From an optimization exercise on the open Yosys and OpenROAD flow, aimed at small area, a short achievable clock period and few clock cycles; shortcuts taken in it are not production practice. Where RTL was checked, it was by simulation tests only, not by an equivalence proof against the original. Power is estimated from default activity; no workload was simulated.

==> flow/design.v (excerpt) <==
module canopy_fec_tx (
    input  wire        clk,
    input  wire        rst,         
    input  wire        start,
    input  wire [30:0] seed,
    input  wire        in_valid,
    output wire        in_ready,
    input  wire [9:0]  in_sym,
    output reg         out_valid,
    input  wire        out_ready,
    output reg  [13:0] out_trits,
    output reg         out_first    
);
export LEC_CHECK = 0
export ABC_CLOCK_PERIOD_IN_PS = 4000
export CAP_MARGIN = 20
export CORE_MARGIN = 2
export CORE_UTILIZATION = 55
export CTS_BUF_LIST = sky130_fd_sc_hd__clkbuf_8
export CTS_CLUSTER_DIAMETER = 50
export CTS_CLUSTER_SIZE = 14
export SLEW_MARGIN = 20
create_clock -name core_clock -period 13.0 [get_ports {clk}]
standard.sh (not shown) runs the stock make flow with config.mk's settings and CLKGATE_MAP_FILE= SYNTH_SCRIPT=/design/flow/synth_recipe.tcl, a recipe that flattens the netlist after the stock synthesis.
==> flow/flow/run.sh <==
#!/bin/bash
# Own layout flow: the standard synthesis and layout, with
# - the timing repair asked to keep a setup margin, so that paths end up
#   well below the 13 ns clock period the layout is constrained and signed
#   off at;
# - the port buffers made of the smallest buffer (timing repair resizes the
#   ones on critical paths);
# - clock tree synthesis without dummy load cells.
set -euo pipefail
bash standard.sh synth > synth.log 2>&1
bash standard.sh finish SETUP_SLACK_MARGIN=9.3 \
    "BUFFER_PORTS_ARGS=-buffer_cell sky130_fd_sc_hd__buf_1" \
    "CTS_ARGS=-sink_clustering_enable -repair_clock_nets -buf_list sky130_fd_sc_hd__clkbuf_8 -sink_clustering_size 14 -sink_clustering_max_diameter 50 -dont_use_dummy_load" \
    > layout.log 2>&1
Testbench counts at the start, summed over its fixed seeds: cycles 52,368.
==> next run, changes <==
--- a/flow/design.v
+++ b/flow/design.v
@@ -605,23 +605,22 @@
         end
     endfunction
     reg        in_ready_r;
     reg  [9:0] sym_q;           
     reg        v_q;
     reg  [9:0] ccnt;            
     reg        flush;           
+    reg        sof;             
     reg  [3:0] cwi;             
     reg        fpend;           
     reg  [9:0] par [0:15];
     reg [30:0] scr;
     reg [19:0] gw;              
     reg        emp, hi;
     reg  [3:0] ph;              
-    reg [10:0] e_q;             
-    reg        e_v, e_first;
     assign in_ready = in_ready_r;
     wire clr       = rst | start;
     wire acc       = in_valid & in_ready_r;    
     wire room      = emp | ~hi;            
     wire hold      = v_q & ~room;
     wire push_d    = v_q & room;
     wire par_phase = (ccnt[9:4] == 6'b100001) & ~v_q;
@@ -637,24 +636,23 @@
         for (b = 0; b < 10; b = b + 1)
             key[9-b] = scr[30-b] ^ scr[27-b];
     wire [9:0] s = cw_sym ^ key;
     wire [19:0] win = room ? {gw[9:0], s} : gw;
     wire [10:0] grp = win[ph +: 11];
     wire        have = push_w ? ~emp : hi;   
     wire adv_out = ~out_valid | out_ready;
-    wire adv_e   = ~e_v | adv_out;
-    wire pop     = adv_e & have;
+    wire pop     = adv_out & have;
     wire borrow  = (ph == 4'd0);
     wire hi_next = pop ? (push_w & hi & ~borrow) : (push_w ? ~emp : hi);
     wire emp_next = pop ? (borrow & ~(push_w & hi)) : (emp & ~push_w);
-    wire [9:0] ccnt_inc   = ccnt + 10'd1;
-    wire [9:0] ccnt_nx    = wrap ? {9'd0, acc} : ((acc | push_p) ? ccnt_inc : ccnt);
-    wire       lt0        = wrap | (~push_p & (ccnt < 10'd528));
-    wire       lt1        = wrap | (~push_p & (ccnt < 10'd527));
-    wire       last0      = ~wrap & (push_p ? (ccnt == 10'd542) : (ccnt == 10'd543));
+    wire [9:0] ccnt_b     = wrap ? 10'd0 : ccnt + {9'd0, push_p};
+    wire [9:0] ccnt_b1    = ccnt_b + 10'd1;
+    wire       lt0        = (ccnt_b < 10'd528);
+    wire       lt1        = (ccnt_b < 10'd527);
+    wire       last0      = (ccnt_b == 10'd543);
     wire       flush_next = flush & ~wrap;
     wire       room_np    = push_w ? emp : room;    
     wire       r00 = (lt0 & (~hold | room_np)) | (last0 & (flush_next | room_np));
     wire       r01 = lt0 | last0;                    
     wire       r10 = lt1 & room_np;
     wire       r11 = lt1;
     wire       ready_next = pop ? (acc ? r11 : r01) : (acc ? r10 : r00);
@@ -675,48 +673,47 @@
     end
     always @(posedge clk) begin
         if (clr) begin
             in_ready_r <= 1'b0;
             v_q        <= 1'b0;
             ccnt       <= 10'd528;
             flush      <= 1'b1;
+            sof        <= 1'b1;
             cwi        <= 4'd0;
             fpend      <= 1'b0;
             emp        <= 1'b1;
             hi         <= 1'b0;
             ph         <= 4'd9;
         end else begin
             in_ready_r <= ready_next;
             v_q        <= acc | hold;
-            ccnt       <= ccnt_nx;
+            ccnt       <= acc ? ccnt_b1 : ccnt_b;
             flush      <= flush_next;
+            if (push_d)
+                sof <= 1'b0;
+            else if (wrap)
+                sof <= 1'b1;
             if (wrap & ~flush)
                 cwi <= (cwi == 4'd10) ? 4'd0 : cwi + 4'd1;
-            if (push_d & (ccnt == 10'd1) & (cwi == 4'd0))
+            if (push_d & sof & (cwi == 4'd0))
                 fpend <= 1'b1;
             else if (pop)
                 fpend <= 1'b0;
             emp        <= emp_next;
             hi         <= hi_next;
             if (pop)
                 ph <= (ph == 4'd0) ? 4'd9 : ph - 4'd1;
         end
     end
-    wire [13:0] trits = to_trits(e_q);
+    wire [13:0] trits = to_trits(grp);
     always @(posedge clk) begin
         if (clr) begin
-            e_v       <= 1'b0;
             out_valid <= 1'b0;
         end else begin
-            if (adv_e) begin
-                e_v     <= have;
-                e_q     <= grp;
-                e_first <= fpend;
-            end
             if (adv_out) begin
-                out_valid <= e_v;
+                out_valid <= have;
                 out_trits <= trits;
-                out_first <= e_first;
+                out_first <= fpend;
             end
         end
     end
 endmodule
Effect: First-iteration DRC count grows by 44%. Setup slack loses 1300 ps. Register-to-register slack got worse by 1500 ps. Clock skew went up by 17 ps. Die area is about the same. Via count rose by 14%. Sequential cell count went down by 12. Routed wire length is higher by 19%. Power drops by 4.1%. Core utilization climbs by 4.9 points. Clock power decreases by about 0.8%. Non-clock buffer count goes up by 75. Final area is higher by 8.5%. Synthesized area is about the same.
Only the layout flow was run in the second run of this note; the RTL was not checked for function there.

-- what the ideal ports hide --
No port has a modelled driver above. Below, the same layouts with a new extraction and two added sets of constraints. Step 1 (the two cells are an assumption about what drives the block):
set clk [get_ports {clk}]
set_driving_cell -lib_cell sky130_fd_sc_hd__clkbuf_16 $clk
set_driving_cell -lib_cell sky130_fd_sc_hd__buf_2 [delete_from_list [all_inputs] $clk]
Step 2, shift: input delay + t, output delay - t, t = (earliest + latest rising clock arrival at the registers) / 2. This alone moves slack from input paths to output paths. Slacks: ideal / step 1 / step 2; pairs: ideal / step 1.
| run | t, ns | slack for setup (ns) | hold slack, ns | cell pins on the clock port's net |
|---|---|---|---|---|
| the first run | 0.623 | 9.277 / 9.227 / 8.827 | 0.430 / 0.430 / 0.430 | 1 |
| the second run | 0.627 | 8.007 / 8.007 / 8.007 | 0.435 / 0.435 / 0.435 | 1 |
After both steps setup and hold are still met in every run listed. The setup slack of the first run, which loses most, moves by -0.050 ns with the drivers and by -0.450 ns with both steps.
